From an optimization exercise on the open Yosys and OpenROAD flow, aimed at small area, a short achievable clock period and few clock cycles per item; shortcuts taken in it are not production practice.

==> inputs of yarrow <==
// aes_cell
module aes_cell (
    input  wire         clk,
    input  wire         rst,           
    input  wire         in_valid,
    output wire         in_ready,
    input  wire         in_decrypt,    
    input  wire         in_key256,     
    input  wire [255:0] in_key,
    input  wire [127:0] in_block,
    output reg          out_valid,
    output reg  [127:0] out_block
);
    reg          busy;
    reg          pre;           
    reg          dec_r;
    reg          k256_r;
    reg          par;           
    reg  [3:0]   cnt;
    reg  [7:0]   rc;
    reg  [127:0] st;            
    reg  [255:0] kw;            
    wire last    = (cnt == (k256_r ? 4'd14 : 4'd10));
    wire lastpre = (cnt == (k256_r ? 4'd13 : 4'd10));
    wire fin     = busy && !pre && last;    
    assign in_ready = !busy || fin;
    function [7:0] xt;
        input [7:0] a;
        xt = {a[6:0], 1'b0} ^ (a[7] ? 8'h1b : 8'h00);
    endfunction
    function [7:0] xtinv;       
        input [7:0] a;
        xtinv = a[0] ? ({1'b1, a[7:1]} ^ 8'h0d) : {1'b0, a[7:1]};
    endfunction
    function [31:0] mixcol;
        input [31:0] c;
        reg [7:0] a0, a1, a2, a3, t;
        begin
            {a0, a1, a2, a3} = c;
            t = a0 ^ a1 ^ a2 ^ a3;
            mixcol = {a0 ^ t ^ xt(a0 ^ a1),
                      a1 ^ t ^ xt(a1 ^ a2),
                      a2 ^ t ^ xt(a2 ^ a3),
                      a3 ^ t ^ xt(a3 ^ a0)};
        end
    endfunction
    function [31:0] invmixcol;
        input [31:0] c;
        reg [7:0] a0, a1, a2, a3, u, v;
        begin
            {a0, a1, a2, a3} = c;
            u = xt(xt(a0 ^ a2));
            v = xt(xt(a1 ^ a3));
            invmixcol = mixcol({a0 ^ u, a1 ^ v, a2 ^ u, a3 ^ v});
        end
    endfunction
    function [127:0] shiftrows;
        input [127:0] s;
        integer i;
        begin
            for (i = 0; i < 16; i = i + 1)
                shiftrows[127 - 8 * i -: 8] = s[127 - 8 * ((i % 4) + 4 * (((i / 4) + (i % 4)) % 4)) -: 8];
        end
    endfunction
    function [127:0] invshiftrows;
        input [127:0] s;
        integer i;
        begin
            for (i = 0; i < 16; i = i + 1)
  ...
export LEC_CHECK = 0
export ABC_AREA = 1
export CAP_MARGIN = 20
export CORE_MARGIN = 2
export CORE_UTILIZATION = 25
export PLACE_DENSITY = 0.35
export SLEW_MARGIN = 20
create_clock -name core_clock -period 12.0 [get_ports {clk}]
run.sh (not shown) runs the stock make flow with config.mk's settings and CLKGATE_MAP_FILE= SYNTH_SCRIPT=/design/flow/synth_recipe.tcl, a recipe that flattens the netlist after the stock synthesis.
==> harbor (differences from yarrow) <==
--- a/flow/design.v
+++ b/flow/design.v
@@ -135,12 +135,12 @@
     assign {U0, U1, U2, U3, U4, U5, U6, U7} = a;
     assign y = {S0, S1, S2, S3, S4, S5, S6, S7};
 endmodule
 module aes_sbox_ed (
     input  wire [7:0] a,
-    input  wire       dec,
-    output wire [7:0] y
+    output wire [7:0] ye,
+    output wire [7:0] yd
 );
     wire U0, U1, U2, U3, U4, U5, U6, U7;
     wire T1, T2, T3, T4, T5, T6, T7, T8, T9, T10, T11, T12, T13, T14, T15, T16, T17, T18, T19, T20, T21, T22, T23, T24, T25, T26, T27, M1, M2, M3, M4, M5, M6, M7, M8, M9, M10, M11, M12, M13, M14, M15, M16, M17, M18, M19, M20, M21, M22, M23, M24, M25, M26, M27, M28, M29, M30, M31, M32, M33, M34, M35, M36, M37, M38, M39, M40, M41, M42, M43, M44, M45, M46, M47, M48, M49, M50, M51, M52, M53, M54, M55, M56, M57, M58, M59, M60, M61, M62, M63, L0, L1, L2, L3, L4, L5, L6, L7, L8, L9, L10, L11, L12, L13, L14, L15, L16, L17, L18, L19, L20, L21, L22, L23, L24, L25, L26, L27, L28, L29, S0, S1, S2, S3, S4, S5, S6, S7;
     assign T1 = U0 ^ U3;
     assign T2 = U0 ^ U5;
@@ -268,30 +268,33 @@
     assign S3 = L6 ^ L21;
     assign S4 = L20 ^ L22;
     assign S5 = L25 ^ L29;
     assign S6 = ~(L13 ^ L27);
     assign S7 = ~(L6 ^ L23);
-    wire [7:0] ui;   
-    assign ui[7] = a[6] ^ a[4] ^ a[1];
-    assign ui[6] = a[5] ^ a[3] ^ a[0];
-    assign ui[5] = a[7] ^ a[4] ^ a[2];
-    assign ui[4] = a[6] ^ a[3] ^ a[1];
-    assign ui[3] = a[5] ^ a[2] ^ a[0];
-    assign ui[2] = ~(a[7] ^ a[4] ^ a[1]);
-    assign ui[1] = a[6] ^ a[3] ^ a[0];
-    assign ui[0] = ~(a[7] ^ a[5] ^ a[2]);
-    assign {U0, U1, U2, U3, U4, U5, U6, U7} = dec ? ui : a;
-    wire [7:0] yd;   
+    assign {U0, U1, U2, U3, U4, U5, U6, U7} = a;
+    assign ye = {S0, S1, S2, S3, S4, S5, S6, S7};
     assign yd[7] = M49 ^ M51 ^ M52 ^ M54 ^ M58 ^ M59 ^ M61 ^ M62;
     assign yd[6] = M47 ^ M48 ^ M49 ^ M50 ^ M52 ^ M54 ^ M55 ^ M56 ^ M59 ^ M60 ^ M61 ^ M63;
     assign yd[5] = M47 ^ M48 ^ M49 ^ M50 ^ M52 ^ M54 ^ M56 ^ M57 ^ M58 ^ M60 ^ M61 ^ M62;
     assign yd[4] = M46 ^ M48 ^ M52 ^ M54 ^ M58 ^ M59 ^ M61 ^ M62;
     assign yd[3] = M46 ^ M48 ^ M50 ^ M51 ^ M52 ^ M53 ^ M56 ^ M57 ^ M58 ^ M59 ^ M61 ^ M63;
     assign yd[2] = M46 ^ M47 ^ M50 ^ M51 ^ M52 ^ M54 ^ M58 ^ M59 ^ M61 ^ M62;
     assign yd[1] = M49 ^ M50 ^ M52 ^ M53 ^ M58 ^ M59 ^ M61 ^ M62;
     assign yd[0] = M55 ^ M57 ^ M61 ^ M63;
-    assign y = dec ? yd : {S0, S1, S2, S3, S4, S5, S6, S7};
+endmodule
+module aes_ain (
+    input  wire [7:0] a,
+    output wire [7:0] y
+);
+    assign y[7] = a[6] ^ a[4] ^ a[1];
+    assign y[6] = a[5] ^ a[3] ^ a[0];
+    assign y[5] = a[7] ^ a[4] ^ a[2];
+    assign y[4] = a[6] ^ a[3] ^ a[1];
+    assign y[3] = a[5] ^ a[2] ^ a[0];
+    assign y[2] = ~(a[7] ^ a[4] ^ a[1]);
+    assign y[1] = a[6] ^ a[3] ^ a[0];
+    assign y[0] = ~(a[7] ^ a[5] ^ a[2]);
 endmodule
 module aes_cell (
     input  wire         clk,
     input  wire         rst,           
     input  wire         in_valid,
@@ -336,16 +339,21 @@
                       a3 ^ t ^ xt(a3 ^ a0)};
         end
     endfunction
     function [31:0] invmixcol;
         input [31:0] c;
-        reg [7:0] a0, a1, a2, a3, u, v;
+        reg [7:0] a0, a1, a2, a3, s, s8, u, v;
         begin
             {a0, a1, a2, a3} = c;
-            u = xt(xt(a0 ^ a2));
-            v = xt(xt(a1 ^ a3));
-            invmixcol = mixcol({a0 ^ u, a1 ^ v, a2 ^ u, a3 ^ v});
+            s  = a0 ^ a1 ^ a2 ^ a3;
+            s8 = xt(xt(xt(s)));
+            u  = xt(xt(a0 ^ a2));
+            v  = xt(xt(a1 ^ a3));
+            invmixcol = {a0 ^ s ^ s8 ^ u ^ xt(a0 ^ a1),
+                         a1 ^ s ^ s8 ^ v ^ xt(a1 ^ a2),
+                         a2 ^ s ^ s8 ^ u ^ xt(a2 ^ a3),
+                         a3 ^ s ^ s8 ^ v ^ xt(a3 ^ a0)};
         end
     endfunction
     function [127:0] shiftrows;
         input [127:0] s;
         integer i;
@@ -360,81 +368,89 @@
         begin
             for (i = 0; i < 16; i = i + 1)
                 invshiftrows[127 - 8 * i -: 8] = s[127 - 8 * ((i % 4) + 4 * (((i / 4) + 4 - (i % 4)) % 4)) -: 8];
         end
     endfunction
-    wire [127:0] sb;            
+    wire [127:0] sbe, sbd;
     genvar g;
     generate
         for (g = 0; g < 16; g = g + 1) begin : g_sbox
-            aes_sbox_ed u_sb (.a(st[127 - 8 * g -: 8]), .dec(dec_r), .y(sb[127 - 8 * g -: 8]));
+            aes_sbox_ed u_sb (.a(st[127 - 8 * g -: 8]), .ye(sbe[127 - 8 * g -: 8]), .yd(sbd[127 - 8 * g -: 8]));
+        end
+    endgenerate
+    wire [127:0] dnext_s, dnext, dfirst_s, dfirst;
+    generate
+        for (g = 0; g < 16; g = g + 1) begin : g_ain
+            aes_ain u_ain0 (.a(dnext_s[127 - 8 * g -: 8]),  .y(dnext[127 - 8 * g -: 8]));
+            aes_ain u_ain1 (.a(dfirst_s[127 - 8 * g -: 8]), .y(dfirst[127 - 8 * g -: 8]));
         end
     endgenerate
+    reg  [31:0] ks;
     wire [31:0] h0 = kw[255:224], h1 = kw[223:192], h2 = kw[191:160], h3 = kw[159:128];
     wire [31:0] l0 = kw[127:96],  l1 = kw[95:64],   l2 = kw[63:32],   l3 = kw[31:0];
-    wire        kinv  = dec_r && !pre;
-    wire        rot   = !k256_r || par;
-    wire [7:0]  rci   = xtinv(rc);
-    wire [7:0]  rcu   = kinv ? rci : rc;
-    wire [31:0] ks_in = kinv ? (k256_r ? h3 : (h3 ^ h2)) : l3;
+    wire        rot = par;      
     wire [31:0] ks_sub;
     generate
         for (g = 0; g < 4; g = g + 1) begin : g_ksbox
-            aes_sbox u_ksb (.a(ks_in[31 - 8 * g -: 8]), .y(ks_sub[31 - 8 * g -: 8]));
+            aes_sbox u_ksb (.a(ks[31 - 8 * g -: 8]), .y(ks_sub[31 - 8 * g -: 8]));
         end
     endgenerate
-    wire [31:0] ks_t = rot ? {ks_sub[23:16] ^ rcu, ks_sub[15:0], ks_sub[31:24]} : ks_sub;
-    wire [31:0] o0 = k256_r ? h0 : l0;
-    wire [31:0] o1 = k256_r ? h1 : l1;
-    wire [31:0] o2 = k256_r ? h2 : l2;
-    wire [31:0] o3 = k256_r ? h3 : l3;
-    wire [127:0] kf = {o0 ^ ks_t, o0 ^ o1 ^ ks_t, o0 ^ o1 ^ o2 ^ ks_t, o0 ^ o1 ^ o2 ^ o3 ^ ks_t};
-    wire [31:0] p0 = k256_r ? l0 : h0;
-    wire [31:0] p1 = k256_r ? l1 : h1;
-    wire [31:0] p2 = k256_r ? l2 : h2;
-    wire [31:0] p3 = k256_r ? l3 : h3;
-    wire [127:0] kb = {p0 ^ ks_t, p1 ^ p0, p2 ^ p1, p3 ^ p2};
+    wire [31:0] ks_t = rot ? {ks_sub[23:16] ^ rc, ks_sub[15:0], ks_sub[31:24]} : ks_sub;
+    wire [127:0] kf = {h0 ^ ks_t, h0 ^ h1 ^ ks_t, h0 ^ h1 ^ h2 ^ ks_t, h0 ^ h1 ^ h2 ^ h3 ^ ks_t};
+    wire [127:0] kb = {l0 ^ ks_t, l1 ^ l0, l2 ^ l1, l3 ^ l2};
     wire [127:0] rk_e = k256_r ? kw[127:0] : kf;
     wire [127:0] mc;
-    wire [127:0] dk = sb ^ kw[255:128];
+    wire [127:0] dk = sbd ^ kw[255:128];
     wire [127:0] imc;
     generate
         for (g = 0; g < 4; g = g + 1) begin : g_mix
-            assign mc[127 - 32 * g -: 32]  = mixcol(sb[127 - 32 * g -: 32]);
+            assign mc[127 - 32 * g -: 32]  = mixcol(sbe[127 - 32 * g -: 32]);
             assign imc[127 - 32 * g -: 32] = invmixcol(dk[127 - 32 * g -: 32]);
         end
     endgenerate
-    wire [127:0] ek = sb ^ rk_e;
+    wire [127:0] ek = sbe ^ rk_e;
+    assign dnext_s  = invshiftrows(imc);
+    assign dfirst_s = invshiftrows(st ^ kf);
     always @(posedge clk) begin
         out_block <= dec_r ? dk : ek;
         if (in_ready) begin
             st     <= in_decrypt ? in_block : shiftrows(in_block ^ in_key[255:128]);
             kw     <= {in_key[255:128], in_key256 ? in_key[127:0] : in_key[255:128]};
+            ks     <= in_key256 ? in_key[31:0] : in_key[159:128];
             dec_r  <= in_decrypt;
             k256_r <= in_key256;
             pre    <= in_decrypt;
             par    <= 1'b1;
             cnt    <= 4'd1;
             rc     <= 8'h01;
         end else begin
             cnt <= cnt + 4'd1;
             if (k256_r) par <= !par;
             if (pre) begin
-                kw <= {kw[127:0], kf};
-                if (rot && !(lastpre && !k256_r)) rc <= xt(rc);
+                if (k256_r)
+                    kw <= {kw[127:0], kf};
+                else if (!lastpre)
+                    kw <= {kf, kf};
                 if (lastpre) begin
-                    st  <= invshiftrows(st ^ kf);
+                    st  <= dfirst;
                     pre <= 1'b0;
                     cnt <= 4'd1;
                     par <= 1'b1;
+                    ks  <= k256_r ? l3 : (l3 ^ l2);
+                    if (!k256_r) rc <= xtinv(rc);
+                end else begin
+                    ks  <= kf[31:0];
+                    if (rot) rc <= xt(rc);
                 end
             end else if (dec_r) begin
-                kw <= {kb, kw[255:128]};
-                if (rot) rc <= rci;
-                st <= invshiftrows(imc);
+                kw <= k256_r ? {kb, kw[255:128]} : {kb, kb};
+                ks <= k256_r ? (l3 ^ l2) : (l3 ^ l1);
+                if (rot) rc <= xtinv(rc);
+                st <= dnext;
             end else begin
-                kw <= {kw[127:0], kf};
+                kw <= k256_r ? {kw[127:0], kf} : {kf, kf};
+                ks <= kf[31:0];
                 if (rot) rc <= xt(rc);
                 st <= shiftrows(mc ^ rk_e);
             end
         end
     end
==> indigo (differences from yarrow) <==
==> flow/flow/run.sh (new file) <==
#!/bin/bash
# Own layout flow: the standard ORFS flow, except that synthesis maps the
# combinational logic with the ABC script in flow/abc.script instead of ORFS's.
# Everything else (registers, flattening, renaming, floorplan, placement,
# CTS, routing) is the standard flow.
set -euo pipefail
W=$PWD
cat > "$W/own_synth.tcl" <<EOF2
proc abc {args} {
  set i [lsearch -exact \$args -script]
  if {\$i >= 0} { set args [lreplace \$args [expr {\$i + 1}] [expr {\$i + 1}] $W/flow/abc.script] }
  puts "own_synth: abc with \$args"
  yosys abc {*}\$args
}
source $W/synth_recipe.tcl
EOF2
sed "s#SYNTH_SCRIPT=[^ ]*#SYNTH_SCRIPT=$W/own_synth.tcl#" standard.sh > own_standard.sh
grep -q "own_synth.tcl" own_standard.sh
bash own_standard.sh > "$W/flow_make.log" 2>&1
==> flow/flow/abc.script (new file) <==
strash
dch
map -a
==> flow/standard.sh (new file) <==
#!/bin/bash
# synth_recipe.tcl (not shown) runs the flow's synth.tcl, then flattens the netlist and writes it again
# the make line also repeats each setting of config.mk as NAME=value (left out here)
make -C /OpenROAD-flow-scripts/flow DESIGN_CONFIG=/design/flow/config.mk WORK_HOME=/design/flow/orfs CLKGATE_MAP_FILE= SYNTH_SCRIPT=/design/flow/synth_recipe.tcl "${@:-finish}"
Settings changed: ABC_AREA 1 to default.
removed: flow/run.sh
==> violet (differences from yarrow) <==
--- a/flow/design.v
+++ b/flow/design.v
@@ -134,11 +134,12 @@
     assign S7 = ~(L6 ^ L23);
     assign {U0, U1, U2, U3, U4, U5, U6, U7} = a;
     assign y = {S0, S1, S2, S3, S4, S5, S6, S7};
 endmodule
 module aes_sbox_ed (
-    input  wire [7:0] a,
+    input  wire [7:0] ae,
+    input  wire [7:0] ad,
     input  wire       dec,
     output wire [7:0] y
 );
     wire U0, U1, U2, U3, U4, U5, U6, U7;
     wire T1, T2, T3, T4, T5, T6, T7, T8, T9, T10, T11, T12, T13, T14, T15, T16, T17, T18, T19, T20, T21, T22, T23, T24, T25, T26, T27, M1, M2, M3, M4, M5, M6, M7, M8, M9, M10, M11, M12, M13, M14, M15, M16, M17, M18, M19, M20, M21, M22, M23, M24, M25, M26, M27, M28, M29, M30, M31, M32, M33, M34, M35, M36, M37, M38, M39, M40, M41, M42, M43, M44, M45, M46, M47, M48, M49, M50, M51, M52, M53, M54, M55, M56, M57, M58, M59, M60, M61, M62, M63, L0, L1, L2, L3, L4, L5, L6, L7, L8, L9, L10, L11, L12, L13, L14, L15, L16, L17, L18, L19, L20, L21, L22, L23, L24, L25, L26, L27, L28, L29, S0, S1, S2, S3, S4, S5, S6, S7;
@@ -269,19 +270,19 @@
     assign S4 = L20 ^ L22;
     assign S5 = L25 ^ L29;
     assign S6 = ~(L13 ^ L27);
     assign S7 = ~(L6 ^ L23);
     wire [7:0] ui;   
-    assign ui[7] = a[6] ^ a[4] ^ a[1];
-    assign ui[6] = a[5] ^ a[3] ^ a[0];
-    assign ui[5] = a[7] ^ a[4] ^ a[2];
-    assign ui[4] = a[6] ^ a[3] ^ a[1];
-    assign ui[3] = a[5] ^ a[2] ^ a[0];
-    assign ui[2] = ~(a[7] ^ a[4] ^ a[1]);
-    assign ui[1] = a[6] ^ a[3] ^ a[0];
-    assign ui[0] = ~(a[7] ^ a[5] ^ a[2]);
-    assign {U0, U1, U2, U3, U4, U5, U6, U7} = dec ? ui : a;
+    assign ui[7] = ad[6] ^ ad[4] ^ ad[1];
+    assign ui[6] = ad[5] ^ ad[3] ^ ad[0];
+    assign ui[5] = ad[7] ^ ad[4] ^ ad[2];
+    assign ui[4] = ad[6] ^ ad[3] ^ ad[1];
+    assign ui[3] = ad[5] ^ ad[2] ^ ad[0];
+    assign ui[2] = ~(ad[7] ^ ad[4] ^ ad[1]);
+    assign ui[1] = ad[6] ^ ad[3] ^ ad[0];
+    assign ui[0] = ~(ad[7] ^ ad[5] ^ ad[2]);
+    assign {U0, U1, U2, U3, U4, U5, U6, U7} = dec ? ui : ae;
     wire [7:0] yd;   
     assign yd[7] = M49 ^ M51 ^ M52 ^ M54 ^ M58 ^ M59 ^ M61 ^ M62;
     assign yd[6] = M47 ^ M48 ^ M49 ^ M50 ^ M52 ^ M54 ^ M55 ^ M56 ^ M59 ^ M60 ^ M61 ^ M63;
     assign yd[5] = M47 ^ M48 ^ M49 ^ M50 ^ M52 ^ M54 ^ M56 ^ M57 ^ M58 ^ M60 ^ M61 ^ M62;
     assign yd[4] = M46 ^ M48 ^ M52 ^ M54 ^ M58 ^ M59 ^ M61 ^ M62;
@@ -299,25 +300,24 @@
     input  wire         in_decrypt,    
     input  wire         in_key256,     
     input  wire [255:0] in_key,
     input  wire [127:0] in_block,
     output reg          out_valid,
-    output reg  [127:0] out_block
+    output wire [127:0] out_block
 );
     reg          busy;
     reg          pre;           
     reg          dec_r;
     reg          k256_r;
     reg          par;           
     reg  [3:0]   cnt;
     reg  [7:0]   rc;
-    reg  [127:0] st;            
+    reg  [127:0] st;
     reg  [255:0] kw;            
-    wire last    = (cnt == (k256_r ? 4'd14 : 4'd10));
-    wire lastpre = (cnt == (k256_r ? 4'd13 : 4'd10));
-    wire fin     = busy && !pre && last;    
-    assign in_ready = !busy || fin;
+    assign in_ready  = !busy;
+    assign out_block = st;
+    wire accept = in_valid && !busy;
     function [7:0] xt;
         input [7:0] a;
         xt = {a[6:0], 1'b0} ^ (a[7] ? 8'h1b : 8'h00);
     endfunction
     function [7:0] xtinv;       
@@ -344,31 +344,25 @@
             u = xt(xt(a0 ^ a2));
             v = xt(xt(a1 ^ a3));
             invmixcol = mixcol({a0 ^ u, a1 ^ v, a2 ^ u, a3 ^ v});
         end
     endfunction
-    function [127:0] shiftrows;
-        input [127:0] s;
-        integer i;
-        begin
-            for (i = 0; i < 16; i = i + 1)
-                shiftrows[127 - 8 * i -: 8] = s[127 - 8 * ((i % 4) + 4 * (((i / 4) + (i % 4)) % 4)) -: 8];
-        end
-    endfunction
-    function [127:0] invshiftrows;
-        input [127:0] s;
-        integer i;
-        begin
-            for (i = 0; i < 16; i = i + 1)
-                invshiftrows[127 - 8 * i -: 8] = s[127 - 8 * ((i % 4) + 4 * (((i / 4) + 4 - (i % 4)) % 4)) -: 8];
-        end
-    endfunction
+    wire last = (cnt == (k256_r ? 4'd14 : 4'd10));
     wire [127:0] sb;            
     genvar g;
     generate
         for (g = 0; g < 16; g = g + 1) begin : g_sbox
-            aes_sbox_ed u_sb (.a(st[127 - 8 * g -: 8]), .dec(dec_r), .y(sb[127 - 8 * g -: 8]));
+            localparam integer R  = g % 4;
+            localparam integer C  = g / 4;
+            localparam integer JE = R + 4 * ((C + R) % 4);
+            localparam integer JD = R + 4 * ((C + 4 - R) % 4);
+            aes_sbox_ed u_sb (
+                .ae (st[127 - 8 * JE -: 8]),
+                .ad (st[127 - 8 * JD -: 8]),
+                .dec(dec_r),
+                .y  (sb[127 - 8 * g -: 8])
+            );
         end
     endgenerate
     wire [31:0] h0 = kw[255:224], h1 = kw[223:192], h2 = kw[191:160], h3 = kw[159:128];
     wire [31:0] l0 = kw[127:96],  l1 = kw[95:64],   l2 = kw[63:32],   l3 = kw[31:0];
     wire        kinv  = dec_r && !pre;
@@ -385,11 +379,15 @@
     wire [31:0] ks_t = rot ? {ks_sub[23:16] ^ rcu, ks_sub[15:0], ks_sub[31:24]} : ks_sub;
     wire [31:0] o0 = k256_r ? h0 : l0;
     wire [31:0] o1 = k256_r ? h1 : l1;
     wire [31:0] o2 = k256_r ? h2 : l2;
     wire [31:0] o3 = k256_r ? h3 : l3;
-    wire [127:0] kf = {o0 ^ ks_t, o0 ^ o1 ^ ks_t, o0 ^ o1 ^ o2 ^ ks_t, o0 ^ o1 ^ o2 ^ o3 ^ ks_t};
+    wire [31:0] m0 = o0 ^ ks_t;
+    wire [31:0] m1 = o1 ^ m0;
+    wire [31:0] m2 = o2 ^ m1;
+    wire [31:0] m3 = o3 ^ m2;
+    wire [127:0] kf = {m0, m1, m2, m3};
     wire [31:0] p0 = k256_r ? l0 : h0;
     wire [31:0] p1 = k256_r ? l1 : h1;
     wire [31:0] p2 = k256_r ? l2 : h2;
     wire [31:0] p3 = k256_r ? l3 : h3;
     wire [127:0] kb = {p0 ^ ks_t, p1 ^ p0, p2 ^ p1, p3 ^ p2};
@@ -401,50 +399,54 @@
         for (g = 0; g < 4; g = g + 1) begin : g_mix
             assign mc[127 - 32 * g -: 32]  = mixcol(sb[127 - 32 * g -: 32]);
             assign imc[127 - 32 * g -: 32] = invmixcol(dk[127 - 32 * g -: 32]);
         end
     endgenerate
-    wire [127:0] ek = sb ^ rk_e;
+    wire [127:0] enc_next = (last ? sb : mc) ^ rk_e;
+    wire [127:0] dec_next = last ? dk : imc;
+    wire lastpre = (cnt == (k256_r ? 4'd13 : 4'd10));
     always @(posedge clk) begin
-        out_block <= dec_r ? dk : ek;
-        if (in_ready) begin
-            st     <= in_decrypt ? in_block : shiftrows(in_block ^ in_key[255:128]);
+        if (accept) begin
+            st     <= in_block ^ (in_decrypt ? 128'h0 : in_key[255:128]);
             kw     <= {in_key[255:128], in_key256 ? in_key[127:0] : in_key[255:128]};
             dec_r  <= in_decrypt;
             k256_r <= in_key256;
             pre    <= in_decrypt;
             par    <= 1'b1;
             cnt    <= 4'd1;
             rc     <= 8'h01;
-        end else begin
+        end else if (busy) begin
             cnt <= cnt + 4'd1;
             if (k256_r) par <= !par;
             if (pre) begin
                 kw <= {kw[127:0], kf};
                 if (rot && !(lastpre && !k256_r)) rc <= xt(rc);
                 if (lastpre) begin
-                    st  <= invshiftrows(st ^ kf);
+                    st  <= st ^ kf;
                     pre <= 1'b0;
                     cnt <= 4'd1;
                     par <= 1'b1;
                 end
             end else if (dec_r) begin
                 kw <= {kb, kw[255:128]};
                 if (rot) rc <= rci;
-                st <= invshiftrows(imc);
+                st <= dec_next;
             end else begin
                 kw <= {kw[127:0], kf};
                 if (rot) rc <= xt(rc);
-                st <= shiftrows(mc ^ rk_e);
+                st <= enc_next;
             end
         end
     end
     always @(posedge clk) begin
         if (rst) begin
             busy      <= 1'b0;
             out_valid <= 1'b0;
         end else begin
-            out_valid <= fin;
-            busy      <= (in_ready && in_valid) || (busy && !fin);
+            out_valid <= busy && !pre && last;
+            if (accept)
+                busy <= 1'b1;
+            else if (busy && !pre && last)
+                busy <= 1'b0;
         end
     end
 endmodule
Settings changed: ABC_AREA 1 to default, SETUP_SLACK_MARGIN from default to 5.
==> comparison table <==
Wire length on met2: harbor 333000 um; yarrow 306000 um; violet 329000 um; indigo 206000 um
Minimum setup slack among reg-to-reg paths: harbor 3.77 ns; yarrow 2.28 ns; violet 4.07 ns; indigo 0.79 ns
Sinks on the clock net: harbor 562; yarrow 530; violet 402; indigo 530
Area fraction of clock buffers and clock inverters: harbor 0.0233; yarrow 0.0236; violet 0.0108; indigo 0.0299
FF-to-FF path depth: harbor 41; yarrow 28; violet 34; indigo 40
WL met3: harbor 46100 um; yarrow 45600 um; violet 63400 um; indigo 26700 um
Full die area: harbor 0.444 mm^2; yarrow 0.441 mm^2; violet 0.462 mm^2; indigo 0.313 mm^2
Number of H-tree levels: harbor 3; yarrow 3; violet 2; indigo 3
Worst hold slack: harbor 0.455 ns; yarrow 0.458 ns; violet 0.500 ns; indigo 0.457 ns
Final sequential cell count: harbor 562; yarrow 530; violet 402; indigo 530
Total GRT Usage: harbor 0.329; yarrow 0.313; violet 0.319; indigo 0.291
Most used standard cell by instance count after synthesis: harbor nand2_1; yarrow nand2_1; violet xnor2_1; indigo xor2_1
Clock Pin Slew Worst Setup and Hold Paths: harbor 0.06 ns; yarrow 0.07 ns; violet 0.07 ns; indigo 0.06 ns
Fillers: harbor 49836; yarrow 50346; violet 45693; indigo 34151
Simple-gate portion of the synthesized area: harbor 0.480; yarrow 0.556; violet 0.149; indigo 0.190
Run status: harbor timing/DRC/antenna clean; yarrow timing/DRC/antenna clean; violet finished with violations; indigo timing/DRC/antenna clean
Layout check failures: harbor -; yarrow -; violet max-capacitance violations, max-slew violations; indigo -
Function was not checked in any run of this note: the RTL went through the layout flow alone.

static timing again, ports no longer ideal:
The flow's constraints put no driver on any port. The routed layouts listed below were extracted and timed again, unchanged, in two steps. Step 1 sets driving cells, clkbuf_16 on the clock port and buf_2 on the other inputs (assumed; they add their load-dependent delay and slew). Step 2 times the ports against the registers' clock, not the clock port: input delays grow and output delays shrink by t, the midpoint of the rising clock arrivals with the driver on. Slacks: ideal / step 1 / step 2; pairs: ideal / step 1.
run	t, ns	slack for setup (ns)	worst data-port slew with drivers (ns)
yarrow	0.964	2.279 / 2.279 / 2.279	0.28
harbor	1.016	3.770 / 3.770 / 3.770	0.18
indigo	0.912	0.792 / 0.792 / 0.792	0.07
violet	0.863	4.073 / 4.073 / 4.073	0.23
